Source: an optimization exercise on an open RTL-to-GDS flow (aim: small area, a short achievable clock period and few clock cycles per item). Production flows keep margins and buffers that such runs may drop.
Where RTL was checked, it was by simulation tests only, not by an equivalence proof against the original.
No functional check of the RTL was part of run 4.
Power figures rest on the tool's default switching activity, not on a simulated workload.

--- flow/constraint.sdc ---
create_clock -name core_clock -period 10.0 [get_ports {clk}]
set_input_delay 2.0000 -clock core_clock [delete_from_list [all_inputs] [get_ports {clk}]]
set_output_delay 2.0000 -clock core_clock [all_outputs]
set_load 0.01 [all_outputs]
--- flow/config.mk ---
export PLATFORM = sky130hd
export DESIGN_NAME = facet_tile
export DESIGN_NICKNAME = facet_tile
export VERILOG_FILES = /design/flow/design.v
export SDC_FILE = /design/flow/constraint.sdc
export NUM_CORES = 4
export LEC_CHECK = 0
export CAP_MARGIN = 20
export CORE_MARGIN = 2
export CORE_UTILIZATION = 30
export CTS_CLUSTER_DIAMETER = 100
export CTS_CLUSTER_SIZE = 30
export GPL_TIMING_DRIVEN = 0
export PLACE_DENSITY = 0.5
export SLEW_MARGIN = 20
--- flow/run.sh ---
#!/bin/bash
# synth_recipe.tcl (not shown) runs the flow's synth.tcl, then flattens the netlist and writes it again
# the make line also repeats each setting of config.mk as NAME=value (left out here)
make -C /OpenROAD-flow-scripts/flow DESIGN_CONFIG=/design/flow/config.mk WORK_HOME=/design/flow/orfs CLKGATE_MAP_FILE= SYNTH_SCRIPT=/design/flow/synth_recipe.tcl finish
--- flow/design.v ---
module facet_tile (
    input  wire        clk,
    input  wire        rst,
    input  wire        start,
    input  wire [1:0]  cls,           
    input  wire [31:0] crc_in,        
    output wire        idle,
    input  wire        in_valid,
    input  wire [7:0]  in_data,
    output wire        in_ready,
    output reg         out_valid,
    output reg  [63:0] out_data,
    input  wire        out_ready,
    output reg         done,
    output wire [3:0]  done_cause,    
    output wire [7:0]  done_offset,   
    output wire [31:0] done_arg,      
    output wire [31:0] done_crc       
);
    localparam [3:0] P_HDR   = 4'd0,
                     P_U1    = 4'd1,
                     P_C1    = 4'd2,
                     P_E     = 4'd3,
                     P_B1    = 4'd4,
                     P_B2    = 4'd5,
                     P_BMAP  = 4'd6,
                     P_NLEN  = 4'd7,
                     P_NCOD  = 4'd8,
                     P_TRAIL = 4'd9;    
    reg         busy;
    reg         idle_r;       
    reg  [1:0]  cls_q;
    reg  [8:0]  idx;          
    reg  [3:0]  pst;          
    reg         fail;         
    reg  [3:0]  cause;
    reg  [7:0]  offset;
    reg  [31:0] arg;
    reg  [31:0] crc;
    reg  [10:0] p_last;       
    reg         rdy;
    reg         v0, v1;
    reg  [7:0]  h0, h1;
    reg         pend;
    reg  [9:0]  pend_l;
    reg  [7:0]  code_st;
    reg  [7:0]  len_st;       
    reg         bm;           
    reg         run_act;
    reg  [9:0]  run_l;        
    reg  [7:0]  run_code;     
    reg  [2:0]  q;            
    reg  [6:0]  bcnt;         
    reg         ofin;         
    assign idle        = idle_r;
    assign in_ready    = rdy;
    assign done_cause  = cause;
    assign done_offset = offset;
    assign done_arg    = arg;
    assign done_crc    = crc;
    function [31:0] crc64;
        input [31:0] c;
        input [63:0] d;
        reg [31:0] x;
        reg t0, t1, t2, t3, t4, t5, t6, t7, t8, t9, t10, t11, t12, t13, t14, t15, t16, t17, t18, t19, t20, t21, t22, t23, t24, t25, t26, t27, t28, t29, t30, t31, t32, t33, t34, t35, t36, t37, t38, t39, t40, t41, t42, t43, t44, t45, t46, t47, t48, t49, t50, t51, t52, t53, t54, t55, t56, t57, t58, t59, t60, t61, t62, t63, t64, t65, t66, t67, t68, t69, t70, t71, t72, t73, t74, t75, t76, t77, t78, t79, t80, t81, t82, t83, t84, t85, t86, t87, t88, t89, t90, t91, t92, t93, t94, t95, t96, t97, t98, t99, t100, t101, t102, t103, t104, t105, t106, t107, t108, t109, t110, t111, t112, t113, t114, t115, t116, t117, t118, t119, t120, t121, t122, t123, t124, t125, t126, t127, t128, t129, t130, t131, t132, t133, t134, t135, t136, t137, t138, t139, t140, t141, t142, t143, t144;
        begin
            x = c ^ d[31:0];
            t0 = x[14] ^ x[18];
            t1 = d[32] ^ d[55];
            t2 = d[38] ^ d[47];
            t3 = x[0] ^ x[11];
            t4 = d[34] ^ d[57];
            t5 = x[1] ^ x[12];
            t6 = d[33] ^ d[52];
            t7 = d[50] ^ x[31];
            t8 = x[15] ^ x[27];
            t9 = x[23] ^ x[29];
            t10 = d[51] ^ x[13];
            t11 = d[35] ^ x[30];
            t12 = d[36] ^ d[45];
            t13 = d[42] ^ d[58];
            t14 = d[53] ^ d[54];
            t15 = t2 ^ x[28];
            t16 = d[44] ^ x[25];
            t17 = d[61] ^ t0;
            t18 = d[43] ^ x[24];
            t19 = d[39] ^ d[48];
            t20 = d[37] ^ d[46];
            t21 = d[40] ^ d[49];
            t22 = t1 ^ x[26];
            t23 = d[41] ^ x[16];
            t24 = d[60] ^ x[2];
            t25 = d[63] ^ x[4];
            t26 = d[59] ^ x[22];
            t27 = d[62] ^ x[3];
            t28 = x[10] ^ x[21];
            t29 = t6 ^ x[17];
            t30 = d[56] ^ t14;
            t31 = t12 ^ x[20];
            t32 = t18 ^ x[8];
            t33 = t16 ^ x[9];
            t34 = t20 ^ t23;
            t35 = t19 ^ x[6];
            t36 = t5 ^ t11;
            t37 = t10 ^ x[5];
            t38 = t21 ^ x[7];
            t39 = t8 ^ t22;
            t40 = t4 ^ x[19];
            t41 = t3 ^ t9;
            t42 = t15 ^ t26;
            t43 = t13 ^ t27;
            t44 = d[41] ^ x[13];
            t45 = t25 ^ x[16];
            t46 = d[55] ^ t7;
            t47 = d[57] ^ d[59];
            t48 = t24 ^ x[21];
            t49 = t7 ^ t37;
            t50 = t13 ^ x[17];
            t51 = d[42] ^ t29;
            t52 = t28 ^ t34;
            t53 = t38 ^ x[15];
            t54 = d[53] ^ t41;
            t55 = d[60] ^ t36;
            t56 = d[58] ^ d[62];
            t57 = t31 ^ x[18];
            t58 = t11 ^ x[12];
            t59 = t19 ^ x[29];
            t60 = t44 ^ t47;
            t61 = d[46] ^ x[10];
            t62 = t17 ^ t40;
            t63 = d[34] ^ t0;
            t64 = d[61] ^ x[19];
            t65 = t30 ^ x[7];
            t66 = t10 ^ t18;
            t67 = x[26] ^ x[31];
            t68 = t9 ^ x[25];
            t69 = d[54] ^ t17;
            t70 = d[38] ^ t53;
            t71 = d[63] ^ t17;
            t72 = t39 ^ t45;
            t73 = d[39] ^ x[24];
            t74 = t61 ^ t68;
            t75 = t42 ^ t46;
            t76 = t33 ^ t40;
            t77 = t8 ^ t52;
            t78 = d[56] ^ t54;
            t79 = x[8] ^ x[14];
            t80 = t20 ^ x[9];
            t81 = d[33] ^ t15;
            t82 = t74 ^ x[11];
            t83 = t23 ^ x[6];
            t84 = t6 ^ t12;
            t85 = t56 ^ t57;
            t86 = t11 ^ t30;
            t87 = d[61] ^ t24;
            t88 = t28 ^ t32;
            t89 = d[62] ^ t35;
            t90 = t21 ^ x[30];
            t91 = t30 ^ t76;
            t92 = d[47] ^ t32;
            t93 = d[56] ^ t59;
            t94 = d[40] ^ t65;
            t95 = t25 ^ t44;
            t96 = t14 ^ t49;
            t97 = t35 ^ t63;
            t98 = d[36] ^ x[20];
            t99 = t2 ^ t41;
            t100 = t43 ^ t49;
            t101 = d[51] ^ t80;
            t102 = t3 ^ t27;
            t103 = d[37] ^ x[15];
            t104 = d[50] ^ x[28];
            t105 = d[45] ^ t83;
            t106 = t4 ^ x[0];
            t107 = t2 ^ x[22];
            t108 = d[43] ^ d[48];
            t109 = t28 ^ t50;
            t110 = d[43] ^ x[18];
            t111 = t67 ^ t99;
            t112 = d[58] ^ t39;
            t113 = d[36] ^ t42;
            t114 = d[49] ^ t29;
            t115 = t48 ^ x[0];
            t116 = t10 ^ t22;
            t117 = d[35] ^ x[17];
            t118 = t84 ^ x[10];
            t119 = d[38] ^ t26;
            t120 = x[4] ^ x[23];
            t121 = d[63] ^ t26;
            t122 = d[60] ^ t43;
            t123 = t48 ^ t107;
            t124 = t16 ^ x[1];
            t125 = t5 ^ x[30];
            t126 = t13 ^ x[11];
            t127 = t3 ^ x[5];
            t128 = d[55] ^ x[13];
            t129 = t33 ^ t73;
            t130 = d[35] ^ t101;
            t131 = d[49] ^ t51;
            t132 = t6 ^ t38;
            t133 = t15 ^ t56;
            t134 = d[52] ^ t5;
            t135 = t1 ^ t51;
            t136 = t1 ^ t90;
            t137 = t58 ^ t120;
            t138 = t35 ^ t50;
            t139 = d[44] ^ t4;
            t140 = t34 ^ t79;
            t141 = t21 ^ t55;
            t142 = t104 ^ t139;
            t143 = t22 ^ t92;
            t144 = x[1] ^ x[3];
            crc64[0] = ((t40 ^ (t110 ^ t128)) ^ t113) ^ (((t24 ^ (d[58] ^ x[27])) ^ t52) ^ (t93 ^ (t127 ^ t29)));
            crc64[1] = (t141 ^ t78) ^ ((((d[37] ^ d[44]) ^ (x[20] ^ x[3])) ^ t138) ^ (t42 ^ t62));
            crc64[2] = (t70 ^ t85) ^ (((t9 ^ (d[54] ^ x[4])) ^ t115) ^ ((t36 ^ t60) ^ ((t18 ^ t19) ^ (t64 ^ t7))));
            crc64[3] = ((t124 ^ t48) ^ t100) ^ (((t64 ^ t73) ^ t136) ^ (t140 ^ (t98 ^ t121)));
            crc64[4] = (t72 ^ t82) ^ (((x[9] ^ (d[40] ^ x[28])) ^ t62) ^ ((t31 ^ t35) ^ t100));
            crc64[5] = ((t58 ^ (t0 ^ t24)) ^ t70) ^ (((t25 ^ t98) ^ t116) ^ (t89 ^ ((x[22] ^ x[24]) ^ t106)));
            crc64[6] = (t75 ^ t82) ^ (((t24 ^ t4) ^ t53) ^ (t71 ^ ((x[8] ^ t108) ^ (t117 ^ t144))));
            crc64[7] = ((t80 ^ (d[61] ^ t27)) ^ (t114 ^ t137)) ^ ((t142 ^ t39) ^ (t88 ^ (t119 ^ t37)));
            crc64[8] = (t78 ^ (t118 ^ t129)) ^ ((t133 ^ t49) ^ (((x[22] ^ x[27]) ^ t45) ^ (t63 ^ (x[6] ^ (d[35] ^ d[60])))));
            crc64[9] = (t94 ^ ((x[25] ^ (d[33] ^ x[23])) ^ t105)) ^ ((t123 ^ t71) ^ ((t36 ^ t66) ^ t112));
            crc64[10] = (t88 ^ ((x[5] ^ x[7]) ^ (t103 ^ t16))) ^ (t111 ^ (t122 ^ t69));
            crc64[11] = ((t125 ^ t32) ^ (t33 ^ (d[45] ^ t3))) ^ (t72 ^ (t89 ^ (t64 ^ t119)));
            crc64[12] = (t111 ^ t85) ^ (((t108 ^ (d[37] ^ d[41])) ^ t76) ^ (((d[55] ^ x[21]) ^ t121) ^ (t134 ^ t38)));
            crc64[13] = (t131 ^ t143) ^ ((t142 ^ t54) ^ (t57 ^ (t36 ^ (x[5] ^ (d[63] ^ x[16])))));
            crc64[14] = (((d[57] ^ x[10]) ^ t127) ^ t75) ^ (((t14 ^ (d[51] ^ d[52])) ^ t105) ^ (t129 ^ t55));
            crc64[15] = (t82 ^ t94) ^ (((x[31] ^ t12) ^ t116) ^ (t138 ^ (t134 ^ t87)));
            crc64[16] = ((t30 ^ t60) ^ ((x[30] ^ t20) ^ (t27 ^ (x[11] ^ x[12])))) ^ (t143 ^ (t132 ^ ((x[27] ^ x[2]) ^ t17)));
            crc64[17] = (((d[48] ^ x[12]) ^ t46) ^ (t95 ^ (t79 ^ t8))) ^ (t91 ^ (t122 ^ t81));
            crc64[18] = (t130 ^ t131) ^ ((t123 ^ t69) ^ (((x[19] ^ x[26]) ^ t31) ^ ((t25 ^ t3) ^ (t8 ^ (d[32] ^ d[41])))));
            crc64[19] = ((t5 ^ (d[50] ^ x[15])) ^ ((x[17] ^ x[20]) ^ t43)) ^ ((t60 ^ t87) ^ t78);
            crc64[20] = (t69 ^ (t47 ^ t125)) ^ ((t43 ^ t45) ^ (t66 ^ t115));
            crc64[21] = ((t124 ^ t17) ^ t77) ^ (((t25 ^ t4) ^ t81) ^ (t93 ^ ((d[36] ^ x[31]) ^ t102)));
            crc64[22] = (((d[56] ^ d[59]) ^ t84) ^ (t95 ^ (d[62] ^ t110))) ^ (t141 ^ ((t28 ^ (d[42] ^ d[46])) ^ t39));
            crc64[23] = (t109 ^ t71) ^ (((d[52] ^ d[53]) ^ t46) ^ (t59 ^ (d[59] ^ (d[38] ^ d[44]))));
            crc64[24] = ((t37 ^ (x[2] ^ t12)) ^ t77) ^ (((t14 ^ (d[48] ^ x[29])) ^ t133) ^ (t136 ^ (t106 ^ t29)));
            crc64[25] = ((t126 ^ t34) ^ t75) ^ (((t144 ^ (d[63] ^ x[29])) ^ t114) ^ (t86 ^ t97));
            crc64[26] = ((t126 ^ (x[28] ^ (d[32] ^ x[22]))) ^ t77) ^ (t96 ^ (t132 ^ t137));
            crc64[27] = (t113 ^ t135) ^ (t96 ^ ((t32 ^ t41) ^ (t83 ^ (x[14] ^ (d[34] ^ x[12])))));
            crc64[28] = ((t33 ^ t66) ^ t135) ^ (((t103 ^ t9) ^ t55) ^ (t65 ^ t97));
            crc64[29] = ((t32 ^ (t128 ^ t16)) ^ t70) ^ (((t67 ^ (x[16] ^ x[2])) ^ t118) ^ (t62 ^ t86));
            crc64[30] = ((t31 ^ (d[39] ^ t117)) ^ t112) ^ (t91 ^ (t140 ^ (t7 ^ t102)));
            crc64[31] = (t130 ^ t72) ^ ((t109 ^ t57) ^ (t81 ^ ((d[56] ^ t47) ^ (t5 ^ (d[40] ^ d[54])))));
        end
    endfunction
    wire [7:0] b = h0;
    wire [8:0] slen_m1 = (9'd256 >> cls_q) - 9'd1;
    wire wr_ok = !out_valid || out_ready;
    wire xfer  = out_valid && out_ready;
    wire       rn_can  = busy && !ofin && !bm && (run_act || pend);
    wire       rn_go   = rn_can && wr_ok;
    wire [9:0] f_l     = run_act ? run_l : pend_l;
    wire       f_on    = f_l[9:3] != bcnt;                    
    wire       f_beat  = f_on || (f_l[2:0] == 3'd7);          
    wire       pend_use = rn_go && !run_act;
    reg  [7:0] ln_plan, ln_sel;
    wire       bt_plan = bm ? (busy && pend) : (rn_can && f_beat);
    integer    k;
    always @(*)
        for (k = 0; k < 8; k = k + 1) begin
            ln_plan[k] = bm ? (busy && pend)
                            : (rn_can && k >= q && (f_on || k <= f_l[2:0]));
            ln_sel[k]  = bm ? pend_l[k] : !run_act;
        end
    wire ip_plain = busy && v0 && (pst != P_NLEN) && (pst != P_BMAP) &&
                    (pst != P_NCOD || !pend);
    wire nlen_go  = busy && v0 && (pst == P_NLEN) && (!pend || idx != slen_m1);
    wire ip_bm    = busy && v0 && (pst == P_BMAP) && !run_act;
    wire ip_acc   = ip_plain || nlen_go || ip_bm;
    wire bm_go    = busy && bm && pend && wr_ok;
    wire [10:0] n_last = p_last + {3'd0, len_st} + 11'd1;
    wire last_byte = (idx == slen_m1 + 9'd1) || (ip_acc && idx == slen_m1);
    wire og_fin    = ofin && wr_ok;
    wire push = in_valid && rdy;
    integer j;
    always @(posedge clk) begin
        if (ip_acc) begin
            h0 <= v1 ? h1 : in_data;
            v0 <= v1 || push;
            h1 <= in_data;
            v1 <= v1 && push;
            rdy <= 1'b1;
        end else begin
            if (!v0) h0 <= in_data;
            else if (!v1) h1 <= in_data;
            v0 <= v0 || push;
            v1 <= v1 || (v0 && push);
            rdy <= !(v1 || (v0 && push));
        end
        begin
            done <= 1'b0;
            if (xfer) begin
                out_valid <= 1'b0;
                crc <= crc64(crc, out_data);
            end
            for (j = 0; j < 8; j = j + 1)
                if (wr_ok && ln_plan[j])
                    out_data[8*j +: 8] <= ln_sel[j] ? code_st : run_code;
            if (wr_ok && bt_plan) begin
                out_valid <= 1'b1;
                bcnt <= bcnt + 7'd1;
                if (bcnt == 7'd127) ofin <= 1'b1;
            end
            if (rn_go) begin
                q <= f_beat ? 3'd0 : f_l[2:0] + 3'd1;
                if (pend_use) begin
                    pend     <= 1'b0;
                    run_code <= code_st;
                    run_l    <= pend_l;
                end
                run_act <= f_on;
            end
            if (bm_go) begin
                if (run_act) begin
                    pend_l[7:0] <= run_l[7:0];
                    run_act <= 1'b0;
                end else if (ip_bm)
                    pend_l[7:0] <= b;
                else
                    pend <= 1'b0;
            end else if (ip_bm) begin
                if (pend) begin
                    run_l[7:0] <= b;
                    run_act <= 1'b1;
                end else begin
                    pend_l[7:0] <= b;
                    pend <= 1'b1;
                end
            end
            if (ip_acc)
                idx <= idx + 9'd1;
            if (ip_bm && idx == 9'd130)
                pst <= P_TRAIL;
            if (nlen_go) begin
                if (idx == slen_m1) begin
                    fail <= 1'b1; cause <= 4'd6; offset <= idx[7:0];
                    pend <= 1'b1; pend_l <= 10'd1023; code_st <= 8'd0;
                    pst <= P_TRAIL;
                end else begin
                    len_st <= b;
                    pst <= P_NCOD;
                end
            end
            if (ip_plain) begin
                case (pst)
                    P_HDR: begin
                        if (b[4:0] != 5'd0) begin
                            fail <= 1'b1; cause <= 4'd4;
                            pend <= 1'b1; pend_l <= 10'd1023; code_st <= 8'd0;
                            pst <= P_TRAIL;
                        end else case (b[7:5])
                            3'd0: pst <= P_U1;
                            3'd1: begin cause <= 4'd14; pst <= P_C1; end
                            3'd7: begin cause <= 4'd15; pst <= P_E;
                                        pend <= 1'b1; pend_l <= 10'd1023; code_st <= 8'd0; end
                            3'd2: if (cls_q != 2'd0) begin
                                      fail <= 1'b1; cause <= 4'd7;
                                      pend <= 1'b1; pend_l <= 10'd1023; code_st <= 8'd0;
                                      pst <= P_TRAIL;
                                  end else begin
                                      bm  <= 1'b1;
                                      pst <= P_B1;
                                  end
                            3'd3: pst <= P_NLEN;
                            default: begin
                                fail <= 1'b1; cause <= 4'd3;
                                pend <= 1'b1; pend_l <= 10'd1023; code_st <= 8'd0;
                                pst <= P_TRAIL;
                            end
                        endcase
                    end
                    P_U1: begin
                        pend <= 1'b1; pend_l <= 10'd1023; code_st <= b;
                        pst <= P_TRAIL;
                    end
                    P_C1: begin
                        arg[7:0] <= b;
                        pend <= 1'b1; pend_l <= 10'd1023; code_st <= 8'd0;
                        pst <= P_TRAIL;
                    end
                    P_E: begin
                        case (idx[2:0])
                            3'd1:    arg[7:0]   <= b;
                            3'd2:    arg[15:8]  <= b;
                            3'd3:    arg[23:16] <= b;
                            default: arg[31:24] <= b;
                        endcase
                        if (idx[2:0] == 3'd4) pst <= P_TRAIL;
                    end
                    P_B1: begin run_code <= b; pst <= P_B2; end
                    P_B2: begin code_st  <= b; pst <= P_BMAP; end
                    P_NCOD: begin
                        if (n_last[10]) begin
                            fail <= 1'b1; cause <= 4'd6; offset <= idx[7:0] - 8'd1;
                            pend <= 1'b1; pend_l <= 10'd1023; code_st <= 8'd0;
                            pst <= P_TRAIL;
                        end else begin
                            pend <= 1'b1; pend_l <= n_last[9:0]; code_st <= b;
                            p_last <= n_last;
                            pst <= (n_last[9:0] == 10'd1023) ? P_TRAIL : P_NLEN;
                        end
                    end
                    default: if (!fail && b != 8'd0) begin    
                        fail <= 1'b1; cause <= 4'd4; offset <= idx[7:0]; arg <= 32'd0;
                    end
                endcase
            end
            if (busy && last_byte && og_fin) begin
                done   <= 1'b1;
                busy   <= 1'b0;
                idle_r <= 1'b1;
            end
            if (!busy) begin
                busy     <= start;
                idle_r   <= !start;
                cls_q    <= cls;
                crc      <= crc_in;
                idx      <= 9'd0;
                pst      <= P_HDR;
                fail     <= 1'b0;
                cause    <= 4'd0;
                offset   <= 8'd0;
                arg      <= 32'd0;
                p_last   <= 11'h7FF;
                pend     <= 1'b0;
                run_act  <= 1'b0;
                bm       <= 1'b0;
                q        <= 3'd0;
                bcnt     <= 7'd0;
                ofin     <= 1'b0;
            end
        end
        if (rst) begin
            busy      <= 1'b0;
            idle_r    <= 1'b1;
            out_valid <= 1'b0;
            done      <= 1'b0;
            v0        <= 1'b0;
            v1        <= 1'b0;
            rdy       <= 1'b1;
        end
    end
endmodule
==> results.tsv, run 1 <==
metric	value	unit
Syn Nets	1658	
Clock Power Share	10.0	%
CP Class	reg2out	
Via Count	12645	
GP Congestion	1.02	
Syn Area/Cell	10.4	um^2
layout cells sized above 1	12.6	%
routed vias/inst	5.04	
Setup TNS	0	ps
Slew headroom	23.6	%
fin nets	1870	
worst-margin pin slew	1140	ps
wire per inst	24.7	um
grt peak-use layer	met2	
cell area after layout	20000	um^2
Setup crit end kind	primary output	
Post-synth ARST share	0	%
initial antenna violation count	1	
sequential share of power	18.0	%
leakage	6.81	nW
fin crit period	3930	ps
met2 usage	38.4	%
Initial DRC Count	835	
most frequent cell after synthesis	xnor2_1	
Core ar.	54100	um^2
Rows	85	
WP buf/inv	1	
Post-Syn Area	16500	um^2
# port buffers	190	
Yosys cell types	77	
Logic pwr share	72.0	%
RSZ-0062 raised after global routing	no	
Pins Over Slew Limit	0	
Max Clock Freq	255	MHz
initial core utilization	30.5	%
Int Pwr	4.41	mW
R2R cell count	12	
# setup viols final	0	
met1 GRT Util	26.6	%
post_cts resized	0	
status	no timing/DRC/antenna violations	
hpwl dp	49900	um
crit path max fanout	5	
post-synth top area cell	edfxtp_1	
post-synthesis register bit count	248	
final WL	62000	um
CTS Sinks	248	
first-pass GRT wire length	89900	um
GRT overflow	0	
Max stage delay on crit path	720	ps
pin count of the biggest net entering global routing	31	
TritonCTS buffer count	17	
register area share after synthesis	37.6	%
M3 GR Usage	3.12	%
yosys warns	1	
hold path depth	0	
Global Route Usage Sum	21.6	%
DP Area	19300	um^2
DRC violations left	0	
crit start category	flip-flop	
TritonCTS clock tree	built	
die height	239	um
num ports	191	
vias in the first global route	12832	
worst-path cell chain	clkdlybuf4s50_1	
max-cap violation count	0	
post-CTS setup buffer count	0	
Worst Hold Class	reg2reg	
CP delay by family, top	flip-flops	
cts hold-fix bufs	0	
Root Buffer	clkbuf_16	
EDFF count, synth	124	
die width	239	um
Switching Share	46.2	%
critical path depth	1	
P&R area growth vs syn	21.0	%
Critical Path AT	1930	ps
Sw Pwr	3.79	mW
CTS clk-pin slew, worst paths	100	ps
Area contributors post-synth	edfxtp_1 23%, xnor2_1 17%, dfxtp_1 15%	
post-synthesis cell count	1591	
Synth top cells by count	316 x xnor2_1, 126 x nor2_1, 124 x dfxtp_1, 124 x edfxtp_1, 96 x mux2_2	
CTS Buffer Depth	3	
Layout Skew	39.7	ps
TritonRoute pass-1 iters	5	
Clk Latency, worst-skew pair	550	ps
VDD IR max	0.000308	V
H-tree depth	1	
Main synth FF type	edfxtp_1	
die area	56900	um^2
crit share post-route	39.3	%
CP max stage cell	edfxtp_1	
antenna-violating nets left	0	
Pwr Density	410	nW/um^2
Hold Vio Cnt, Final	0	
share of the synthesized area in the top cell type	22.6	%
CP Data Required Time	8000	ps
area by class of cell:
type                            count  area (um^2)
Fill cell                        5393        34200
Multi-Input combinational cell   1248         9950
Sequential cell                   248         6210
Timing Repair Buffer              193         1940
Tap cell                          696          871
Clock buffer                       17          425
Buffer                             80          323
Clock inverter                     12          198
Inverter                           15         56.3
Antenna cell                        1         2.50
through the flow:
stage / util, % / power, mW / instances / hold slack, ps / setup WS (ps)
6_report: 36.9 / 8.19 / 2510 / 455 / 6070
5_1_grt: 36.9 / 8.61 / 2509 / 451 / 6050
4_1_cts: 36.9 / 8.27 / 2509 / 454 / 6070
3_5_place_dp: 35.7 / 7.42 / 2480 / 432 / 5740
3_3_place_gp: 35.6 / 7.42 / 2477 / 436 / 5280
2_1_floorplan: - / 5.78 / 1591 / 424 / 6560
registers in the layout, summed over array words and instances, names as in the netlist, 2 cells and up:
register,count
code_st,8
crc,32
arg,32
h0,8
offset,8
len_st,8
bcnt,7
idx,9
run_l,10
cause,4
pst,4
p_last,11
h1,8
q,3
cls_q,2
out_data,64
pend_l,10
run_code,8
cell usage in the layout (no fill, tap or decap), types with 24 or more instances in the layout:
master,netlist,final
clkbuf_1,62,61
nand3_1,24,24
a21oi_1,91,89
nor2_1,126,126
xnor2_2,42,43
xor2_1,89,89
edfxtp_1,124,124
xnor2_1,316,315
nand2_1,82,81
o21ai_0,49,49
dfxtp_1,124,124
mux2i_1,58,58
clkdlybuf4s50_1,0,190
mux2_2,96,96
routing by layer:
layer | vias to the layer above | part of all wire (%)
met2 | 400 | 49
met3 | 92 | 4.7
li1 | 5960 | -
met1 | 6191 | 42
met4 | 2 | 3.7
met5 | - | 0.019
worst paths after layout:
| check | slack (ps) | start | endpoint |
|---|---|---|---|
| min | 460 | h0[3]$_DFFE_PP_ | len_st[3]$_DFFE_PP_ |
| min reg2reg | 460 | h0[3]$_DFFE_PP_ | len_st[3]$_DFFE_PP_ |
| max | 6070 | out_data[58]$_DFFE_PP_ | out_data[58] |
| max reg2reg | 6380 | p_last[0]$_SDFFE_PN1P_ | cause[0]$_SDFF_PN0_ |
power by group through the flow:
stage	logic, mW	clock network, mW	registers [mW]
floorplan	4.32	0	1.46
global route	6.24	0.876	1.49
global placement	5.93	0	1.49
detailed placement	5.92	0	1.50
CTS	5.95	0.845	1.47
finish	5.90	0.822	1.47
kinds of logic (layout without fill, tap and decap cells):
family	Yosys count	after routing	share of synthesized area (%)
simple gates	342	342	9.78
fa+ha+maj	20	20	1.56
other cells	0	1	0
xor+xnor	475	475	28.9
buf+inv	95	317	2.29
mux	155	155	10.2
flops	248	248	37.6
compound gates	256	256	9.75
Testbench counts, summed over its fixed seeds: cycles 528,443, tiles 1,920.
==> run 2, diff against run 1 <==
--- a/flow/config.mk
+++ b/flow/config.mk
@@ -12,4 +12,3 @@
 export CTS_CLUSTER_SIZE = 30
-export GPL_TIMING_DRIVEN = 0
 export PLACE_DENSITY = 0.5
-export SLEW_MARGIN = 20
+export SLEW_MARGIN = 50
==> run 2 against run 1 <==
Compared with the run above:
- still clean on timing, DRC and antenna
- synthesized area did not move
- worst hold slack improved by 12 ps
- via count fell by 3.5%
- fmax fell by 1.1%
- routed wire length fell by 4.9%
- clock skew fell by 3.4 ps
- non-clock buffer count fell by 61
- clock-buffer cell count rose by 1
- register-to-register slack improved by 50 ps
- global-route usage fell by 0.99 points
- cell area fell by 0.23%
- combinational power fell by 0.7%
- critical path type unchanged
- critical endpoint unchanged
- highest routed layer is now met4
==> results.tsv, run 2 <==
metric	value	unit
Post-Syn Area	16500	um^2
dpl cells	2419	
hpwl dp	46700	um
first-pass GRT wire length	86600	um
wire per inst	24.1	um
die area	56900	um^2
commonest non-fill, non-tap cell in the layout	xnor2_1	
# port buffers	190	
WP buf/inv	1	
Hold EP	offset[0]$_SDFF_PN0_	
EDFF count, synth	124	
Hold Vio Cnt, Final	0	
layout cells sized above 1	15.1	%
die height	239	um
CP Class	reg2out	
initial core utilization	30.5	%
Initial DRC Count	693	
Top Registers	out_data (64), arg (32), crc (32)	
final cell count without fillers	2449	
CTS clk-pin slew, worst paths	110	ps
Main synth FF type	edfxtp_1	
area of the multi-input gates	10100	um^2
Sw Pwr	3.74	mW
Switching Share	45.7	%
share of the synthesized area in the top cell type	22.6	%
Rows	85	
H-tree depth	1	
initial antenna violation count	0	
CTS Sinks	248	
post-synthesis register bit count	248	
VDD IR max	0.000221	V
Logic pwr share	71.6	%
num ports	191	
Pins Over Slew Limit	0	
post_cts resized	0	
sequential share of power	18.4	%
die width	239	um
Global Route Usage Sum	20.6	%
Max Clock Freq	252	MHz
Setup TNS	0	ps
CP Data Required Time	8000	ps
fin nets	1809	
GRT overflow	0	
Post-synth ARST share	0	%
Critical Path AT	1970	ps
Synth top cells by count	316 x xnor2_1, 126 x nor2_1, 124 x dfxtp_1, 124 x edfxtp_1, 96 x mux2_2	
status	no timing/DRC/antenna violations	
P&R area growth vs syn	20.7	%
crit share post-route	39.7	%
Core ar.	54100	um^2
crit path max fanout	5	
DP Area	19200	um^2
mux cell area share after synthesis	10.2	%
worst setup margin	6030	ps
Slew headroom	52.1	%
final WL	59000	um
FF-to-FF Start	pst[2]$_SDFF_PN0_	
leakage	6.77	nW
crit start category	flip-flop	
Max stage delay on crit path	770	ps
antenna-violating nets left	0	
Int Pwr	4.44	mW
adder-cell share of the synthesized area	1.56	%
Syn Nets	1658	
pin count of the biggest net entering global routing	43	
cts hold-fix bufs	0	
commonest non-fill, non-tap cells in the layout	312 x xnor2_1, 190 x clkdlybuf4s50_1, 124 x edfxtp_1, 123 x nor2_1, 119 x dfxtp_1	
pre-CTS WS	5810	ps
vias in the first global route	12534	
DRC violations left	0	
Clk Latency, worst-skew pair	550	ps
TritonRoute pass-1 iters	5	
Reg area	6210	um^2
Via Count	12205	
Largest Register	out_data	
RSZ-0062 raised after global routing	no	
Clock Power Share	10.0	%
Layout Skew	36.3	ps
fin crit period	3970	ps
Compound-Gate Fraction of Synth Area	9.75	%
CP max stage cell	edfxtp_1	
Worst Hold Class	reg2reg	
Hold Slack	467	ps
max-cap violation count	0	
Largest register FFs	64	
post-synthesis cell count	1591	
most frequent cell after synthesis	xnor2_1	
Pwr Density	411	nW/um^2
register area share after synthesis	37.6	%
r2r endpoint	code_st[1]$_DFF_P_	
Root Buffer	clkbuf_16	
post-CTS setup buffer count	0	
R2R cell count	8	
post-synth top area cell	edfxtp_1	
hold path depth	2	
TritonCTS clock tree	built	
diode count	0	
routed vias/inst	4.98	
Yosys cell types	77	
CTS Buffer Depth	3	
# setup viols final	0	
Syn Area/Cell	10.4	um^2
worst-margin pin slew	714	ps
FILL cells	5377	
worst-path cell chain	clkdlybuf4s50_1	
TritonCTS buffer count	17	
simple-gate share of the synthesized area	9.78	%
hold path startpoint	offset[0]$_SDFF_PN0_	
yosys warns	1	
Area contributors post-synth	edfxtp_1 23%, xnor2_1 17%, dfxtp_1 15%	
CP delay by family, top	flip-flops	
largest family of logic cells by synthesized area	XOR/XNOR gates	
Setup crit end kind	primary output	
r2r setup slk	6430	ps
cell area after layout	19900	um^2
xor-xnor portion of the synthesized cell area	28.9	%
GP Congestion	0.947	
-- run 2: cell types whose count changed in the layout (fill, tap and decap cells not counted), sizes merged --
| cell | delta |
|---|---|
| bufinv | +1 |
| diode | -1 |
| buf | +2 |
| clkinv | +2 |
| inv | -3 |
| clkbuf | -62 |
-- run 2: worst register-to-register path, delay by kind of cell, from the launching register on --
family	cells	cell delay, ps
AO/OA/AOI/OAI	3	880
buffers and inverters	1	220
flip-flops	1	740
AND/OR/NAND/NOR	4	1700
-- run 2: routing by layer --
layer  track usage, %  share of wire [%]  vias to the layer above
met5                0                  0                        -
met3             2.46                3.9                       78
met1             25.6                 43                     5974
met4             6.25                3.3                        0
met2             37.0                 50                      343
li1                 -                  -                     5810
-- run 2: power groups by stage --
stage	clock network, mW	registers (mW)	logic, mW
floorplan	0	1.46	4.32
global placement	0	1.52	5.90
detailed placement	0	1.52	5.90
CTS	0.844	1.50	5.93
global route	0.877	1.52	6.22
finish	0.818	1.50	5.86
-- run 2: through the flow --
| stage | power (mW) | util, % |
|---|---|---|
| after global placement | 7.42 | 35.3 |
| after CTS | 8.27 | 36.7 |
| final | 8.18 | 36.8 |
| after detailed placement | 7.42 | 35.5 |
| after global routing | 8.62 | 36.8 |
| after floorplan | 5.78 | - |
-- run 2: worst max-delay path by stage --
stage | startpoint | endpoint | slack (ps) | cells past startpoint
floorplan | out_ready | bcnt[6]$_SDFFE_PN0P_ | 6560 | 5
global placement | out_ready | out_data[0]$_DFFE_PP_ | 5910 | 4
detailed placement | out_ready | out_data[29]$_DFFE_PP_ | 5810 | 4
CTS | out_data[58]$_DFFE_PP_ | out_data[58] | 5960 | 1
global route | out_data[58]$_DFFE_PP_ | out_data[58] | 5970 | 1
finish | out_data[58]$_DFFE_PP_ | out_data[58] | 6030 | 1
-- run 2: kinds of logic (layout without fill, tap and decap cells) --
logic type | count (synthesis) | count (layout)
AOI/OAI and AO/OA | 256 | 256
and+or+nand+nor | 342 | 342
muxes | 155 | 155
adders and majority gates | 20 | 20
buffers and inverters | 95 | 257
DFF | 248 | 248
xor gates and xnor gates | 475 | 475
-- run 2: area by class of cell --
cell class	instances	share of cell area, %
multi-input combinational	1248	50.6
sequential	248	31.2
timing repair buffer	212	10.4
tap	696	4.37
clock buffer	18	2.15
clock inverter	12	1.03
inverter	15	0.283
==> run 3, diff against run 2 <==
--- a/flow/config.mk
+++ b/flow/config.mk
@@ -7,3 +7,3 @@
 export LEC_CHECK = 0
-export CAP_MARGIN = 20
+export CAP_MARGIN = 0
 export CORE_MARGIN = 2
@@ -13,2 +13,2 @@
 export PLACE_DENSITY = 0.5
-export SLEW_MARGIN = 50
+export SLEW_MARGIN = 0
==> run 3 against run 2 <==
Compared with the run above:
- first-iteration DRC count rose by 25%
- clock power decreased by 2%
- utilization decreased by 0.37 points
- sequential cell count is the same
- fmax decreased by 0.61%
- worst hold slack improved by 3.9 ps
- cell count fell by 0.12%
- sequential share of layout area rose by 0.30 points
- die area unchanged
- still clean on timing, DRC and antenna
- critical path depth is the same
- non-clock buffer count shrank 1
- total power shrank 0.50%
==> results.tsv, run 3 <==
metric	value	unit
TritonCTS clock tree	built	
first-pass GRT wire length	86900	um
Global Route Usage Sum	20.6	%
GP Congestion	0.947	
commonest non-fill, non-tap cells in the layout	316 x xnor2_1, 190 x clkdlybuf4s50_1, 126 x nor2_1, 124 x edfxtp_1, 123 x dfxtp_1	
initial antenna violation count	0	
post-synthesis register bit count	248	
fin crit period	3990	ps
leakage	6.72	nW
simple-gate share of the synthesized area	9.78	%
Pins Over Slew Limit	0	
VDD IR max	0.000216	V
TritonRoute pass-1 iters	6	
Synth top cells by count	316 x xnor2_1, 126 x nor2_1, 124 x dfxtp_1, 124 x edfxtp_1, 96 x mux2_2	
Initial DRC Count	865	
dpl cells	2418	
RSZ-0062 raised after global routing	no	
Post-Syn Area	16500	um^2
Post-synth ARST share	0	%
WP buf/inv	1	
cts hold-fix bufs	0	
fin nets	1807	
routed vias/inst	5.03	
r2r endpoint	out_data[20]$_DFFE_PP_	
Clock Power Share	9.8	%
xor-xnor portion of the synthesized cell area	28.9	%
crit start category	flip-flop	
mux cell area share after synthesis	10.2	%
CP delay by family, top	flip-flops	
Top Registers	out_data (64), arg (32), crc (32)	
Max Clock Freq	250	MHz
Slew headroom	23.9	%
Clk Latency, worst-skew pair	560	ps
Int Pwr	4.41	mW
CTS clk-pin slew, worst paths	110	ps
initial core utilization	30.5	%
CP max stage cell	edfxtp_1	
Syn Nets	1658	
r2r setup slk	6200	ps
Worst Hold Class	reg2reg	
Setup TNS	0	ps
largest family of logic cells by synthesized area	XOR/XNOR gates	
Critical path origin	out_data[58]$_DFFE_PP_	
FF-to-FF Start	run_act$_SDFF_PN0_	
register area share after synthesis	37.6	%
CTS Sinks	248	
Core ar.	54100	um^2
Critical Path AT	1990	ps
worst-path cell chain	clkdlybuf4s50_1	
DRC violations left	0	
P&R area growth vs syn	19.5	%
Via Count	12294	
H-tree depth	1	
commonest non-fill, non-tap cell in the layout	xnor2_1	
Largest register FFs	64	
adder-cell share of the synthesized area	1.56	%
most frequent cell after synthesis	xnor2_1	
antenna-violating nets left	0	
final WL	59000	um
Rows	85	
Sw Pwr	3.73	mW
pre-CTS WS	5830	ps
CP Class	reg2out	
crit path max fanout	5	
crit share post-route	39.9	%
CP Data Required Time	8000	ps
Layout Skew	42.1	ps
critical path depth	1	
Main synth FF type	edfxtp_1	
# port buffers	190	
Root Buffer	clkbuf_16	
hold path depth	2	
wire per inst	24.1	um
Max stage delay on crit path	770	ps
hpwl dp	46700	um
Area contributors post-synth	edfxtp_1 23%, xnor2_1 17%, dfxtp_1 15%	
Yosys cell types	77	
die area	56900	um^2
post_cts resized	0	
Syn Area/Cell	10.4	um^2
final cell count without fillers	2446	
Worst Setup EP	out_data[58]	
worst setup margin	6010	ps
Hold Vio Cnt, Final	0	
area of the multi-input gates	9930	um^2
die width	239	um
Logic pwr share	71.8	%
share of the synthesized area in the top cell type	22.6	%
GRT overflow	0	
sequential share of power	18.4	%
post-CTS setup buffer count	0	
CTS Buffer Depth	3	
diode count	0	
Switching Share	45.8	%
Compound-Gate Fraction of Synth Area	9.75	%
EDFF count, synth	124	
post-synth top area cell	edfxtp_1	
FILL cells	5416	
# setup viols final	0	
Pwr Density	413	nW/um^2
Largest Register	out_data	
TritonCTS buffer count	16	
R2R cell count	7	
layout cells sized above 1	13.0	%
post-synthesis cell count	1591	
Reg area	6210	um^2
pin count of the biggest net entering global routing	43	
num ports	191	
worst-margin pin slew	1140	ps
status	no timing/DRC/antenna violations	
yosys warns	1	
vias in the first global route	12616	
Setup crit end kind	primary output	
die height	239	um
max-cap violation count	0	
==> run 3: cell types whose count changed in the layout (fill, tap and decap cells not counted), moves of 4 or more <==
| cell | change |
|---|---|
| xnor2_1 | +4 |
| a21oi_2 | -15 |
| xor2_1 | +4 |
| dfxtp_2 | -4 |
| a21oi_1 | +15 |
| dfxtp_1 | +4 |
| xor2_2 | -4 |
==> run 3: kinds of logic after synthesis <==
kind of cell,after synthesis
buffers and inverters,95
adders and majority gates,20
muxes,155
AOI/OAI and AO/OA,256
xor gates and xnor gates,475
and+or+nand+nor,342
DFF,248
==> run 3: layout make-up <==
| cell class | instances | area share (%) |
|---|---|---|
| Inverter | 15 | 0.285 |
| Timing Repair Buffer | 211 | 10.4 |
| Sequential cell | 248 | 31.5 |
| Clock buffer | 16 | 2.03 |
| Tap cell | 696 | 4.42 |
| Clock inverter | 12 | 1.02 |
| Multi-Input combinational cell | 1248 | 50.3 |
==> run 3: metrics by stage <==
stage	instance area (um^2)	total power, mW	utilization [%]	hold WS, ps
floorplan	16500	5.78	-	424
global placement	19100	7.42	35.3	448
detailed placement	19100	7.40	35.3	455
CTS	19700	8.23	36.4	471
global route	19700	8.58	36.4	490
finish	19700	8.14	36.4	471
==> run 3: worst min path at each step <==
stage,to,slack (ps),from
finish,offset[0]$_SDFF_PN0_,470,offset[0]$_SDFF_PN0_
global route,offset[0]$_SDFF_PN0_,490,offset[0]$_SDFF_PN0_
CTS,p_last[10]$_SDFFE_PN1P_,470,p_last[10]$_SDFFE_PN1P_
detailed placement,p_last[10]$_SDFFE_PN1P_,450,p_last[10]$_SDFFE_PN1P_
global placement,p_last[10]$_SDFFE_PN1P_,450,p_last[10]$_SDFFE_PN1P_
floorplan,len_st[1]$_DFFE_PP_,420,h0[1]$_DFFE_PP_
==> run 3: worst min-delay path: stages (launching register included) <==
cell and delay [ps]:
dfxtp_1 330, nand2_1 50, o21ai_0 60
==> run 3: metal layers <==
layer,up-vias,global-route usage [%],part of all wire (%)
met4,0,6.82,3.8
met3,91,2.89,4.8
met1,6032,25.5,42
met2,353,36.6,50
met5,-,0,0
li1,5818,-,-
==> run 3: power groups by stage <==
stage / Clock, mW / Sequential, mW / Combinational, mW
2_1_floorplan: 0 / 1.46 / 4.32
3_3_place_gp: 0 / 1.52 / 5.90
3_5_place_dp: 0 / 1.52 / 5.88
4_1_cts: 0.828 / 1.50 / 5.91
5_1_grt: 0.856 / 1.52 / 6.21
6_report: 0.801 / 1.50 / 5.84
==> run 4, diff against run 3 <==
--- a/flow/design.v
+++ b/flow/design.v
@@ -39,3 +39,3 @@
     reg  [31:0] crc;
-    reg  [10:0] p_last;       
+    reg         n_first;      
     reg         rdy;
@@ -46,3 +46,3 @@
     reg  [7:0]  code_st;
-    reg  [7:0]  len_st;       
+    reg  [10:0] n_last;       
     reg         bm;           
@@ -271,3 +271,5 @@
     wire bm_go    = busy && bm && pend && wr_ok;
-    wire [10:0] n_last = p_last + {3'd0, len_st} + 11'd1;
+    wire [9:0]  p_last = pend ? pend_l : run_l;
+    wire [10:0] n_next = n_first ? {3'd0, b}
+                                 : {1'b0, p_last} + {3'd0, b} + 11'd1;
     wire last_byte = (idx == slen_m1 + 9'd1) || (ip_acc && idx == slen_m1);
@@ -340,3 +342,3 @@
                 end else begin
-                    len_st <= b;
+                    n_last <= n_next;
                     pst <= P_NCOD;
@@ -399,3 +401,3 @@
                             pend <= 1'b1; pend_l <= n_last[9:0]; code_st <= b;
-                            p_last <= n_last;
+                            n_first <= 1'b0;
                             pst <= (n_last[9:0] == 10'd1023) ? P_TRAIL : P_NLEN;
@@ -424,3 +426,3 @@
                 arg      <= 32'd0;
-                p_last   <= 11'h7FF;
+                n_first  <= 1'b1;
                 pend     <= 1'b0;
--- a/flow/config.mk
+++ b/flow/config.mk
@@ -7,8 +7,6 @@
 export LEC_CHECK = 0
-export CAP_MARGIN = 0
+export CAP_MARGIN = 20
 export CORE_MARGIN = 2
 export CORE_UTILIZATION = 30
-export CTS_CLUSTER_DIAMETER = 100
-export CTS_CLUSTER_SIZE = 30
 export PLACE_DENSITY = 0.5
-export SLEW_MARGIN = 0
+export SLEW_MARGIN = 20
==> run 4 against run 3 <==
Compared with the run above:
- sequential power is 3% lower
- die area down 1.5%
- critical path depth increased by 18
- sequential cell count shrank 7
- cell area up 0.56%
- clock skew fell by 21 ps
- largest power group unchanged
==> results.tsv, run 4 <==
metric	value	unit
share of the synthesized area in the top cell type	23.5	%
num ports	191	
Sw Pwr	3.89	mW
Largest Register	out_data	
yosys warns	1	
CP max stage cell	nor2b_1	
CTS clk-pin slew, worst paths	60	ps
TritonCTS clock tree	built	
worst-path cell chain	clkdlybuf4s50_1 -> nor2b_1 -> or3_1 -> nor2_1 -> a21oi_1 -> nor2_1 -> a21oi_1 -> ha_1 -> inv_1 -> fa_1 -> nand2_1 -> nand2_1 -> a21oi_1 -> o21ai_0 -> a21oi_1 -> o21bai_1 -> a21oi_1 -> xnor2_1 -> nor2_1	
DRC violations left	0	
# port buffers	190	
Via Count	12258	
fin nets	1833	
Top Registers	out_data (64), arg (32), crc (32)	
Core ar.	53700	um^2
TritonCTS buffer count	31	
Post-Syn Area	16300	um^2
Area contributors post-synth	edfxtp_1 23%, xnor2_1 18%, dfxtp_1 14%	
Setup TNS	0	ps
VDD IR max	0.000292	V
most frequent cell after synthesis	xnor2_1	
CTS Sinks	241	
commonest non-fill, non-tap cells in the layout	336 x xnor2_1, 190 x clkdlybuf4s50_1, 150 x nor2_1, 127 x edfxtp_1, 113 x dfxtp_1	
met2 usage	32.6	%
layout cells sized above 1	13.4	%
H-tree depth	1	
Hold Slack	494	ps
Initial DRC Count	774	
grt peak-use layer	met2	
met1 GRT Util	25.3	%
Pins Over Slew Limit	0	
Main synth FF type	edfxtp_1	
Root Buffer	clkbuf_16	
WP buf/inv	2	
Layout Skew	20.6	ps
EDFF count, synth	127	
crit path max fanout	9	
P&R area growth vs syn	22.0	%
first-pass GRT wire length	81600	um
Max stage delay on crit path	450	ps
Logic pwr share	70.3	%
GRT overflow	0	
Worst Hold Class	reg2reg	
worst-margin pin slew	1110	ps
final WL	55100	um
initial antenna violation count	2	
Yosys cell types	60	
crit start category	input port	
register area share after synthesis	37.5	%
sequential share of power	16.7	%
Synth top cells by count	336 x xnor2_1, 150 x nor2_1, 127 x edfxtp_1	
Slew headroom	26.2	%
# setup viols final	0	
CP Class	in2reg	
Largest register FFs	64	
post-synthesis register bit count	241	
crit share post-route	52.6	%
Max Clock Freq	190	MHz
Hold Vio Cnt, Final	0	
GP Congestion	0.961	
CP Data Required Time	10320	ps
RSZ-0062 raised after global routing	no	
Setup crit end kind	flip-flop	
Syn Area/Cell	10.1	um^2
Rows	85	
Syn Nets	1681	
Clock Power Share	13.0	%
max-cap violation count	0	
post-CTS setup buffer count	0	
antenna-violating nets left	0	
hpwl dp	43100	um
vias in the first global route	12281	
CP most frequent cell	a21oi_1	
TritonRoute pass-1 iters	5	
die area	56000	um^2
CTS Buffer Depth	3	
initial core utilization	30.3	%
leakage	6.79	nW
commonest non-fill, non-tap cell in the layout	xnor2_1	
Int Pwr	4.81	mW
Post-synth ARST share	0	%
Critical Path AT	5570	ps
CP delay by family, top	compound AO/OA/AOI/OAI gates	
fin crit period	5260	ps
status	no timing/DRC/antenna violations	
Pwr Density	439	nW/um^2
Clk Latency, worst-skew pair	600	ps
Global Route Usage Sum	19.4	%
cts hold-fix bufs	0	
routed vias/inst	4.93	
post-synthesis cell count	1614	
post_cts resized	0	
M3 GR Usage	2.89	%
die height	237	um
wire per inst	22.2	um
die width	237	um
post-synth top area cell	edfxtp_1	
pin count of the biggest net entering global routing	64	
Switching Share	44.7	%
## run 4: changes by cell type in the layout (fill, tap and decap cells not counted), sizes merged, moves of 8 or more
cell and delta:
a21o +9, a21oi +14, a221oi +8, clkbuf +24, dfxtp -10, mux2 +9
nand2b -16, nand3 -12, nor2 +26, o21ai +13, xnor2 +10, xor2 -9
## run 4: through the flow
stage	instance area [um^2]	total power, mW	utilization [%]	cells	worst slack [ps]
detailed placement	18800	7.59	35.0	2429	4120
finish	19800	8.70	36.9	2488	4740
floorplan	16300	5.99	-	1614	5070
global placement	18800	7.59	35.0	2428	4130
global route	19800	9.15	36.9	2487	4370
CTS	19800	8.76	36.9	2487	4750
## run 4: metal layers
layer	vias up	share of wire, %
met5	-	0.020
met4	2	3.9
met3	86	5.1
met2	378	47
met1	5928	44
li1	5864	-
## run 4: power groups by stage
stage	registers (mW)	clock network (mW)	logic, mW
after floorplan	1.43	0	4.56
after global placement	1.47	0	6.13
after detailed placement	1.47	0	6.12
after CTS	1.45	1.16	6.15
after global routing	1.47	1.20	6.49
final	1.45	1.13	6.12
## run 4: worst reg2reg max path: cells and delay by family, from the launching register on
family          cells  cell delay, ps
simple gates        7            1210
buf+inv             2             380
compound gates      7            1260
xor+xnor            1             140
flops               1             300
fa+ha+maj           2             590
## run 4: cell families (layout without fill, tap and decap cells)
group | count (synthesis) | count (layout) | share of synthesized area, %
flops | 241 | 241 | 37.5
other cells | 0 | 1 | 0
fa+ha+maj | 20 | 20 | 1.59
simple gates | 334 | 334 | 9.15
xor+xnor | 474 | 474 | 28.1
compound gates | 270 | 270 | 10.0
mux | 163 | 163 | 10.9
buf+inv | 112 | 289 | 2.77
## run 4: worst paths after layout
| path | start | to | slack [ps] | cells past startpoint |
|---|---|---|---|---|
| worst min register to register | pend_l[8]$_DFF_P_ | run_l[8]$_DFFE_PP_ | 490 | 0 |
| worst max register to register | run_act$_SDFF_PN0_ | n_last[8]$_SDFFCE_PP0P_ | 5830 | 19 |
| worst min-delay path | pend_l[8]$_DFF_P_ | run_l[8]$_DFFE_PP_ | 490 | 0 |
| worst max-delay path | out_ready | n_last[8]$_SDFFCE_PP0P_ | 4740 | 19 |
## run 4: cell type report
type                            instances  area [um^2]
Clock inverter                         18          175
Inverter                               25         93.8
Sequential cell                       241         6100
Antenna cell                            1         2.50
Tap cell                              696          871
Fill cell                            5357        33900
Clock buffer                           40          851
Multi-Input combinational cell       1261         9720
Timing Repair Buffer                  206         2020
==> run 5, diff against run 4 <==
--- a/flow/design.v
+++ b/flow/design.v
@@ -39,3 +39,3 @@
     reg  [31:0] crc;
-    reg         n_first;      
+    reg  [10:0] p_last;       
     reg         rdy;
@@ -46,3 +46,3 @@
     reg  [7:0]  code_st;
-    reg  [10:0] n_last;       
+    reg  [7:0]  len_st;       
     reg         bm;           
@@ -254,4 +254,7 @@
     wire       f_on    = f_l[9:3] != bcnt;                    
-    wire       f_beat  = f_on || (f_l[2:0] == 3'd7);          
-    wire       pend_use = rn_go && !run_act;
+    wire       b_on    = run_act && pend && !f_on && (run_l[2:0] != 3'd7);
+    wire       p_on    = pend_l[9:3] != bcnt;                 
+    wire [2:0] l_end   = b_on ? pend_l[2:0] : f_l[2:0];       
+    wire       f_beat  = (b_on ? p_on : f_on) || (l_end == 3'd7);    
+    wire       pend_use = rn_go && (!run_act || b_on);
     reg  [7:0] ln_plan, ln_sel;
@@ -262,4 +265,5 @@
             ln_plan[k] = bm ? (busy && pend)
-                            : (rn_can && k >= q && (f_on || k <= f_l[2:0]));
-            ln_sel[k]  = bm ? pend_l[k] : !run_act;
+                            : (rn_can && k >= q && (f_on || k <= f_l[2:0] ||
+                                                    (b_on && (p_on || k <= pend_l[2:0]))));
+            ln_sel[k]  = bm ? pend_l[k] : (!run_act || (!f_on && k > f_l[2:0]));
         end
@@ -271,5 +275,3 @@
     wire bm_go    = busy && bm && pend && wr_ok;
-    wire [9:0]  p_last = pend ? pend_l : run_l;
-    wire [10:0] n_next = n_first ? {3'd0, b}
-                                 : {1'b0, p_last} + {3'd0, b} + 11'd1;
+    wire [10:0] n_last = p_last + {3'd0, len_st} + 11'd1;
     wire last_byte = (idx == slen_m1 + 9'd1) || (ip_acc && idx == slen_m1);
@@ -307,3 +309,3 @@
             if (rn_go) begin
-                q <= f_beat ? 3'd0 : f_l[2:0] + 3'd1;
+                q <= f_beat ? 3'd0 : l_end + 3'd1;
                 if (pend_use) begin
@@ -313,3 +315,3 @@
                 end
-                run_act <= f_on;
+                run_act <= b_on ? p_on : f_on;
             end
@@ -342,3 +344,3 @@
                 end else begin
-                    n_last <= n_next;
+                    len_st <= b;
                     pst <= P_NCOD;
@@ -401,3 +403,3 @@
                             pend <= 1'b1; pend_l <= n_last[9:0]; code_st <= b;
-                            n_first <= 1'b0;
+                            p_last <= n_last;
                             pst <= (n_last[9:0] == 10'd1023) ? P_TRAIL : P_NLEN;
@@ -426,3 +428,3 @@
                 arg      <= 32'd0;
-                n_first  <= 1'b1;
+                p_last   <= 11'h7FF;
                 pend     <= 1'b0;
--- a/flow/config.mk
+++ b/flow/config.mk
@@ -9,4 +9,4 @@
 export CORE_MARGIN = 2
-export CORE_UTILIZATION = 30
-export PLACE_DENSITY = 0.5
+export CORE_UTILIZATION = 40
+export PLACE_DENSITY = 0.6
 export SLEW_MARGIN = 20
==> run 5 against run 4 <==
Compared with the run above:
- still clean
- via count rose by 4.7%
- first-iteration DRC count rose by 21%
- sequential share of layout area rose by 0.45 points
- sequential cell count rose by 7
- clock power fell by 4%
- critical path type is now reg2reg
- largest cell class unchanged
- largest power group unchanged
- highest routed layer is now met4
==> results.tsv, run 5 <==
metric	value	unit
Syn Nets	1716	
commonest non-fill, non-tap cell in the layout	xnor2_1	
Largest Register	out_data	
Pwr Density	425	nW/um^2
crit path max fanout	21	
layout cells sized above 1	11.3	%
Hold Slack	486	ps
GRT overflow	0	
worst setup margin	5890	ps
worst-path cell chain	buf_4 -> mux2i_1 -> xnor2_1 -> nor4_2 -> nand4_2 -> o21a_2 -> mux2_1 -> ha_1 -> ha_1 -> o31a_1 -> o21a_1 -> nand2_1 -> xor2_1 -> nor2_1	
R2R cell count	14	
Switching Share	45.6	%
DP Area	18900	um^2
P&R area growth vs syn	19.7	%
Syn Area/Cell	10.1	um^2
crit share post-route	41.1	%
Logic pwr share	69.3	%
hold path startpoint	p_last[0]$_SDFFE_PN1P_	
Global Route Usage Sum	25.9	%
# port buffers	190	
CP Data Required Time	10430	ps
register area share after synthesis	37.3	%
EDFF count, synth	124	
Area contributors post-synth	edfxtp_1 22%, xnor2_1 18%, dfxtp_1 15%	
die height	208	um
leakage	6.93	nW
Int Pwr	4.60	mW
post-synthesis cell count	1651	
die area	43200	um^2
Core ar.	40900	um^2
share of the synthesized area in the top cell type	22.4	%
Largest register FFs	64	
diode count	0	
TritonRoute pass-1 iters	5	
Post-Syn Area	16600	um^2
FILL cells	3861	
Root Buffer	clkbuf_16	
worst-margin pin slew	1060	ps
Sw Pwr	3.85	mW
Setup crit end kind	flip-flop	
CTS clk-pin slew, worst paths	60	ps
cts hold-fix bufs	0	
H-tree depth	1	
crit start category	flip-flop	
CP Class	reg2reg	
# setup viols final	0	
initial core utilization	40.6	%
antenna-violating nets left	0	
post-synthesis register bit count	248	
Hold EP	p_last[0]$_SDFFE_PN1P_	
utilization after layout	48.6	%
CTS Sinks	248	
Pins Over Slew Limit	0	
Clock Power Share	12.8	%
post-CTS setup buffer count	0	
vias in the first global route	12531	
pre-CTS WS	5760	ps
r2r setup slk	5890	ps
TritonCTS buffer count	29	
hpwl dp	43900	um
Layout Skew	15.6	ps
die width	208	um
CP max stage cell	dfxtp_1	
CP most frequent cell	ha_1	
commonest non-fill, non-tap cells in the layout	341 x xnor2_1, 190 x clkdlybuf4s50_1, 130 x nor2_1, 124 x edfxtp_1, 123 x dfxtp_1	
GP Congestion	1.00	
Slew headroom	28.7	%
DRC violations left	0	
num ports	191	
final WL	57600	um
Synth top cells by count	341 x xnor2_1, 130 x nor2_1, 124 x dfxtp_1, 124 x edfxtp_1, 109 x nand2_1	
most frequent cell after synthesis	xnor2_1	
Hold Vio Cnt, Final	0	
first-pass GRT wire length	84200	um
initial antenna violation count	2	
status	no timing/DRC/antenna violations	
VDD IR max	0.000291	V
max-cap violation count	0	
Post-synth ARST share	0	%
Max stage delay on crit path	770	ps
Yosys cell types	81	
fin crit period	4110	ps
sequential share of power	17.9	%
wire per inst	24.5	um
Rows	74	
r2r endpoint	bcnt[2]$_SDFFE_PN0P_	
final cell count without fillers	2352	
FF-to-FF Start	run_act$_SDFF_PN0_	
TritonCTS clock tree	built	
Via Count	12831	
fin nets	1862	
Max Clock Freq	243	MHz
CTS Buffer Depth	3	
post-synth top area cell	edfxtp_1	
Top Registers	out_data (64), arg (32), crc (32)	
post_cts resized	0	
Final Power	8.45	mW
Clk Latency, worst-skew pair	580	ps
Critical Path AT	4540	ps
RSZ-0062 raised after global routing	no	
Main synth FF type	edfxtp_1	
Initial DRC Count	936	
dpl cells	2298	
Worst Hold Class	reg2reg	
cell area after layout	19900	um^2
Setup TNS	0	ps
hold path depth	2	
yosys warns	1	
pin count of the biggest net entering global routing	63	
routed vias/inst	5.46	
==> run 5: changes by cell type in the layout (fill, tap and decap cells not counted), moves of 11 or more <==
cell,delta
mux2_1,+13
mux2_2,-22
a31oi_1,+14
o211ai_1,+11
a21oi_1,-28
nand2_1,+28
o21ai_1,+11
o21ai_0,-15
nor2_1,-20
==> run 5: cell type report <==
cell class / count / area, um^2 / area share, %
sequential: 248 / 6210 / 31.2
tap: 532 / 666 / 3.35
inverter: 27 / 101 / 0.509
clock buffer: 39 / 803 / 4.04
timing repair buffer: 201 / 1980 / 9.97
clock inverter: 15 / 169 / 0.849
multi-input combinational: 1290 / 9970 / 50.1
==> run 5: routing by layer <==
layer / GRT usage (%) / vias to the layer above / part of all wire [%]
met3: 3.34 / 124 / 5.3
met4: 9.44 / 0 / 4.2
met1: 31.3 / 6174 / 40
met5: 0 / - / 0
met2: 46.9 / 503 / 50
li1: - / 6030 / -
==> run 5: how the worst max path moves through the flow <==
stage                                  end               start  depth (start not counted)  slack (ps)
floorplan             bcnt[2]$_SDFFE_PN0P_  run_act$_SDFF_PN0_                         14        6770
global placement    out_data[17]$_DFFE_PP_           out_ready                          4        5850
detailed placement     run_code[5]$_DFF_P_           out_ready                          7        5760
CTS                   bcnt[2]$_SDFFE_PN0P_  run_act$_SDFF_PN0_                         14        5930
global route          bcnt[4]$_SDFFE_PN0P_  run_act$_SDFF_PN0_                         14        5560
finish                bcnt[2]$_SDFFE_PN0P_  run_act$_SDFF_PN0_                         14        5890
==> run 5: cells by family after synthesis <==
family          share of synthesized area [%]
xor+xnor                                 27.7
simple gates                             10.3
compound gates                           10.2
flops                                    37.3
mux                                      10.4
buf+inv                                  2.73
fa+ha+maj                                1.40
==> run 5: worst max-delay path: cells and delay by family, from the launching register on <==
kind	cells	cell delay, ps
DFF	1	770
adders and majority gates	2	420
and+or+nand+nor	4	600
buffers and inverters	1	370
muxes	2	600
xor gates and xnor gates	2	270
AOI/OAI and AO/OA	3	950
==> run 5: power by group through the flow <==
stage	clock network [mW]	logic (mW)	registers (mW)
after floorplan	0	4.21	1.46
after global placement	0	5.85	1.52
after detailed placement	0	5.87	1.53
after CTS	1.10	5.89	1.51
after global routing	1.14	6.16	1.53
final	1.08	5.85	1.51
Testbench counts of run 5, summed over its fixed seeds: cycles 516,466, tiles 1,920.
==> run 6, diff against run 5 <==
--- a/flow/config.mk
+++ b/flow/config.mk
@@ -9,4 +9,4 @@
 export CORE_MARGIN = 2
-export CORE_UTILIZATION = 40
-export PLACE_DENSITY = 0.6
+export CORE_UTILIZATION = 50
+export PLACE_DENSITY = 0.65
 export SLEW_MARGIN = 20
==> run 6 against run 5 <==
Compared with the run above:
- still clean
- utilization grew 12 points
- non-clock buffer count grew 2
- clock power shrank 6%
- synthesized cell count is the same
- setup slack gained 9.6 ps
- sequential cell count is the same
- die area shrank 20%
- register-to-register slack is essentially flat
- cell area shrank 0.89%
- global-route usage grew 5.7 points
- combinational power shrank 1%
- worst hold slack gained 6.7 ps
- critical endpoint is now idle_r$_SDFFE_PP1P_
- largest power group unchanged
- highest routed layer unchanged
==> results.tsv, run 6 <==
metric	value	unit
Pins Over Slew Limit	0	
Pwr Density	421	nW/um^2
antenna-violating nets left	0	
layout cells sized above 1	11.4	%
Critical path origin	busy$_SDFF_PP0_	
FF-to-FF Start	busy$_SDFF_PP0_	
max-cap violation count	0	
Area contributors post-synth	edfxtp_1 22%, xnor2_1 18%, dfxtp_1 15%	
leakage	6.90	nW
Hold Vio Cnt, Final	0	
# port buffers	190	
r2r setup slk	5900	ps
Worst Setup EP	idle_r$_SDFFE_PP1P_	
Final Power	8.30	mW
hpwl dp	42900	um
WP buf/inv	1	
EDFF count, synth	124	
routed vias/inst	5.72	
TritonRoute pass-1 iters	5	
Max stage delay on crit path	850	ps
post-synth top area cell	edfxtp_1	
wire per inst	24.5	um
Worst Hold Class	reg2reg	
Syn Area/Cell	10.1	um^2
H-tree depth	1	
worst setup margin	5900	ps
fin nets	1864	
Syn Nets	1716	
r2r endpoint	idle_r$_SDFFE_PP1P_	
final WL	55500	um
Rows	66	
Clk Latency, worst-skew pair	560	ps
cts hold-fix bufs	0	
Setup crit end kind	flip-flop	
Global Route Usage Sum	31.6	%
Yosys cell types	81	
GRT overflow	0	
GP Congestion	0.988	
diode count	0	
Slew headroom	30.3	%
CP delay by family, top	simple AND/OR/NAND/NOR gates	
Largest Register	out_data	
Setup TNS	0	ps
Layout Skew	12.3	ps
CP Data Required Time	10490	ps
die height	186	um
Top Registers	out_data (64), arg (32), crc (32)	
CP Class	reg2reg	
most frequent cell after synthesis	xnor2_1	
post_cts resized	0	
Critical Path AT	4600	ps
Largest register FFs	64	
DRC violations left	0	
cell area after layout	19700	um^2
RSZ-0062 raised after global routing	no	
TritonCTS buffer count	29	
vias in the first global route	12885	
Main synth FF type	edfxtp_1	
num ports	191	
crit path max fanout	40	
share of the synthesized area in the top cell type	22.4	%
Core ar.	32600	um^2
CTS Buffer Depth	3	
post-synthesis register bit count	248	
die width	186	um
worst-path cell chain	buf_4 -> and4b_1 -> and3_1 -> and2_1 -> or3_1 -> nand2_1 -> a2111oi_0 -> nor3_1 -> o21ai_1	
R2R cell count	9	
P&R area growth vs syn	18.6	%
VDD IR max	0.000331	V
pre-CTS WS	5840	ps
commonest non-fill, non-tap cells in the layout	341 x xnor2_1, 190 x clkdlybuf4s50_1, 130 x nor2_1, 124 x edfxtp_1, 123 x dfxtp_1	
initial antenna violation count	0	
CTS clk-pin slew, worst paths	60	ps
# setup viols final	0	
Root Buffer	clkbuf_16	
pin count of the biggest net entering global routing	64	
Synth top cells by count	341 x xnor2_1, 130 x nor2_1, 124 x dfxtp_1, 124 x edfxtp_1, 109 x nand2_1	
Post-synth ARST share	0	%
Post-Syn Area	16600	um^2
worst-margin pin slew	1040	ps
crit start category	flip-flop	
DP Area	18800	um^2
first-pass GRT wire length	83000	um
Hold Slack	493	ps
TritonCTS clock tree	built	
status	no timing/DRC/antenna violations	
fin crit period	4100	ps
Max Clock Freq	244	MHz
crit share post-route	41.0	%
post-synthesis cell count	1651	
die area	34700	um^2
Initial DRC Count	1084	
register area share after synthesis	37.3	%
critical path depth	9	
post-CTS setup buffer count	0	
commonest non-fill, non-tap cell in the layout	xnor2_1	
CP max stage cell	dfxtp_2	
Via Count	12951	
initial core utilization	51.0	%
yosys warns	1	
CTS Sinks	248	
run 6: area by class of cell:
| cell class | instances | area [um^2] |
|---|---|---|
| fillers | 2815 | 12900 |
| multi-input cells | 1290 | 9970 |
| clock buffers | 36 | 762 |
| clock inverters | 17 | 128 |
| repair buffers | 203 | 2000 |
| flip-flops and latches | 248 | 6210 |
| well taps | 442 | 553 |
| inverters | 27 | 101 |
run 6: cell families after synthesis:
family                   Yosys count  synth area share, %
multiplexers                     160                 10.4
AO/OA/AOI/OAI                    265                 10.2
flip-flops                       248                 37.3
AND/OR/NAND/NOR                  372                 10.3
adder cells (fa/ha/maj)           18                 1.40
buffers and inverters            113                 2.73
XOR/XNOR                         475                 27.7
run 6: tightest hold or removal path: stages, from the launching register on:
cell     delay [ps]
dfxtp_1         320
mux2i_1          60
nor2_1           70
run 6: metrics by stage:
stage,util (%),std cells
after floorplan,-,1651
after global placement,57.7,2210
after detailed placement,57.7,2210
after CTS,60.5,2263
after global routing,60.5,2263
final,60.5,2263
run 6: layer usage:
layer / up-vias / global-route usage, % / share of wire [%]
met5: - / 0 / 0
met4: 0 / 14.6 / 5.3
met3: 131 / 3.78 / 4.8
met2: 496 / 57.6 / 51
met1: 6302 / 37.0 / 39
li1: 6022 / - / -
run 6: how the worst min path moves through the flow:
stage               slack, ps                endpoint                    from  cells after the start
floorplan                 420     len_st[0]$_DFFE_PP_         h0[0]$_DFFE_PP_                      0
global placement          460  p_last[7]$_SDFFE_PN1P_  p_last[7]$_SDFFE_PN1P_                      2
detailed placement        480  p_last[6]$_SDFFE_PN1P_  p_last[6]$_SDFFE_PN1P_                      2
CTS                       490  p_last[5]$_SDFFE_PN1P_  p_last[5]$_SDFFE_PN1P_                      2
global route              520  p_last[5]$_SDFFE_PN1P_  p_last[5]$_SDFFE_PN1P_                      2
finish                    490    arg[28]$_SDFFE_PN0P_    arg[28]$_SDFFE_PN0P_                      2
run 6: report_power, final:
group / switching [mW] / internal, mW
registers: 0.228 / 1.30
clock network: 0.437 / 0.568
logic: 3.10 / 2.67

==> port drivers added, routing unchanged <==
In the flow no input, the clock included, has a driving cell. The finished layouts below were timed again as built, in two steps. Step 1, drivers: a clkbuf_16 drives clk and a buf_2 each remaining input, both assumed. Step 2 times the ports against the registers' clock, not the clock port: input delays grow and output delays shrink by t, the midpoint of the rising clock arrivals with the driver on. Three values: ideal ports, drivers, drivers and shift; two values: the first two.
| run | shift t [ns] | setup slack, ns | hold slack, ns |
|---|---|---|---|
| run 1 | 0.583 | 6.074 / 6.019 / 5.689 | 0.455 / 0.455 / 0.455 |
| run 2 | 0.586 | 6.032 / 5.978 / 5.861 | 0.467 / 0.467 / 0.467 |
| run 3 | 0.590 | 6.008 / 5.956 / 5.775 | 0.471 / 0.471 / 0.471 |
| run 4 | 0.647 | 4.742 / 4.733 / 4.086 | 0.494 / 0.494 / 0.494 |
| run 5 | 0.618 | 5.887 / 5.887 / 5.682 | 0.486 / 0.486 / 0.486 |
| run 6 | 0.608 | 5.897 / 5.887 / 5.817 | 0.493 / 0.493 / 0.493 |
After both steps setup and hold are still met in every run listed. For run 4, which loses most, drivers alone change the setup slack by -0.009 ns; drivers and shift together by -0.656 ns.
